What follows belongs to an exercise in optimizing a design on an open flow for small area; a production flow would make more cautious choices.
Power figures rest on the tool's default switching activity, not on a simulated workload.

// lk7_g1_fetch
module lk7_g1_fetch #(
    parameter NBP = 8
) (
    input  wire               clk,
    input  wire               rst_n,           
    input  wire               fetch_valid,
    input  wire [11:0]        sched_len,
    input  wire [NBP*104-1:0] fetch_code,
    input  wire               wr_valid,
    input  wire [95:0]        wr_data,
    output reg                out_valid,
    output wire [NBP*96-1:0]  out_word,
    output reg  [NBP*8-1:0]   out_syndrome,
    output wire [NBP-1:0]     out_corrected,
    output wire [NBP-1:0]     out_uncorrectable,
    output wire [NBP-1:0]     out_rm_fault,
    output wire [NBP-1:0]     out_rm_word,
    output wire [NBP-1:0]     out_rm_aux,
    output wire [NBP-1:0]     out_sb_fault,
    output wire [NBP*2-1:0]   out_sb_field,
    output wire [NBP-1:0]     out_pb_fault,
    output wire [NBP*3-1:0]   out_pb_class,
    output wire [NBP-1:0]     out_exec,
    output reg                wr_check_valid,
    output reg  [7:0]         wr_check
);
Size: roughly 7600 cells after synthesis, ~850 flip-flops, ~63000 um2 of cells after synthesis.
Settings: LEC_CHECK=0, CAP_MARGIN=20, CORE_AREA=10 10 690 690, DIE_AREA=0 0 700 700, SLEW_MARGIN=20; clock period 8.0 ns.
run.sh (not shown) runs the stock make flow with config.mk's settings and CLKGATE_MAP_FILE= SYNTH_SCRIPT=/design/flow/synth_recipe.tcl, a recipe that flattens the netlist after the stock synthesis.
Change:
==> flow/flow/run.sh (new file) <==
#!/bin/bash
# Own layout flow: the standard layout (standard.sh), with two changes:
#  - synthesis maps with an area-oriented ABC script (flow/area.abc) and does not
#    extract half/full adders; registers and their names are those of the standard
#    synthesis (same script otherwise: synth_recipe.tcl with ORFS synth.tcl);
#  - the port buffers that global placement inserts are sky130_fd_sc_hd__buf_1.
set -euo pipefail
W=$(pwd)
mkdir -p "$W/custom"
# ORFS synth.tcl with the final ABC call using flow/area.abc
sed 's|log_cmd abc {\*}\$abc_args|log_cmd abc -script $::env(MY_ABC_SCRIPT) {*}[lrange $abc_args 2 end]|' \
    "$FLOW_HOME/scripts/synth.tcl" > "$W/custom/synth.tcl"
grep -q 'MY_ABC_SCRIPT' "$W/custom/synth.tcl"
sed "s|source \$::env(SCRIPTS_DIR)/synth.tcl|source $W/custom/synth.tcl|" \
    "$W/synth_recipe.tcl" > "$W/custom/synth_recipe.tcl"
grep -q "$W/custom/synth.tcl" "$W/custom/synth_recipe.tcl"
export MY_ABC_SCRIPT="$W/flow/area.abc"
bash "$W/standard.sh" \
    "SYNTH_SCRIPT=$W/custom/synth_recipe.tcl" \
    "ADDER_MAP_FILE=" \
    "BUFFER_PORTS_ARGS=-buffer_cell sky130_fd_sc_hd__buf_1" \
    finish > "$W/flow_make.log" 2>&1
==> flow/flow/area.abc (new file) <==
&get -n
&st
&dch
&nf -a
&st
&syn2
&synch2
&nf -a
&put
==> flow/standard.sh (new file) <==
#!/bin/bash
# synth_recipe.tcl (not shown) runs the flow's synth.tcl, then flattens the netlist and writes it again
# the make line also repeats each setting of config.mk as NAME=value (left out here)
make -C /OpenROAD-flow-scripts/flow DESIGN_CONFIG=/design/flow/config.mk WORK_HOME=/design/flow/orfs CLKGATE_MAP_FILE= SYNTH_SCRIPT=/design/flow/synth_recipe.tcl "${@:-finish}"
Settings changed: CORE_AREA 10 10 690 690 to 2 2 898 148, DIE_AREA 0 0 700 700 to 0 0 900 150.
removed: flow/run.sh
Utilization went up by 33 points.
Non-clock buffer count fell by 66.
Via count drops by 9.8%.
Change:
==> flow/run.sh (new file) <==
#!/bin/bash
# synth_recipe.tcl (not shown) runs the flow's synth.tcl, then flattens the netlist and writes it again
# the make line also repeats each setting of config.mk as NAME=value (left out here)
make -C /OpenROAD-flow-scripts/flow DESIGN_CONFIG=/design/flow/config.mk WORK_HOME=/design/flow/orfs CLKGATE_MAP_FILE= SYNTH_SCRIPT=/design/flow/synth_recipe.tcl finish
removed: flow/flow/run.sh
removed: flow/flow/area.abc
removed: flow/standard.sh
What happened:
- final cell count is higher by a few percent
- final area rose by a quarter to a third
- die area does not change
- sequential power came out higher by a few percent
- via count rises by a little under a tenth
- setup slack improved by 0.0077 ns
- non-clock buffer count went down by 16
No functional check of the RTL was part of any run of this note.

## re-timing with driven ports
No port has a modelled driver above. Below, the same layouts with a new extraction and two added sets of constraints. Step 1 assumes that a clkbuf_16 drives the clock port and a buf_2 every other input. Step 2 moves the port delays by t, midway between the first and last clock arrival at a register: inputs arrive t later, outputs are due t later. That takes back most of the time a late clock gives input paths. Slacks: no drivers / after step 1 / after step 2; pairs: no drivers / after step 1.
| run | t (ns) | setup slack, ns | hold slack, ns | slew at the worst register clock pin (ns) | pins driven straight from the clock port |
|---|---|---|---|---|---|
| the first run | 0.950 | 0.171 / 0.075 / 1.024 | 1.133 / 1.078 / 2.027 | 0.08 / 0.08 | 1 |
| the second run | 0.811 | 0.247 / 0.129 / 0.940 | 0.980 / 0.924 / 1.736 | 0.10 / 0.10 | 1 |
| the third run | 0.780 | 0.255 / 0.156 / 0.936 | 1.327 / 1.271 / 2.051 | 0.10 / 0.10 | 1 |
After both steps setup and hold are still met in every run listed.
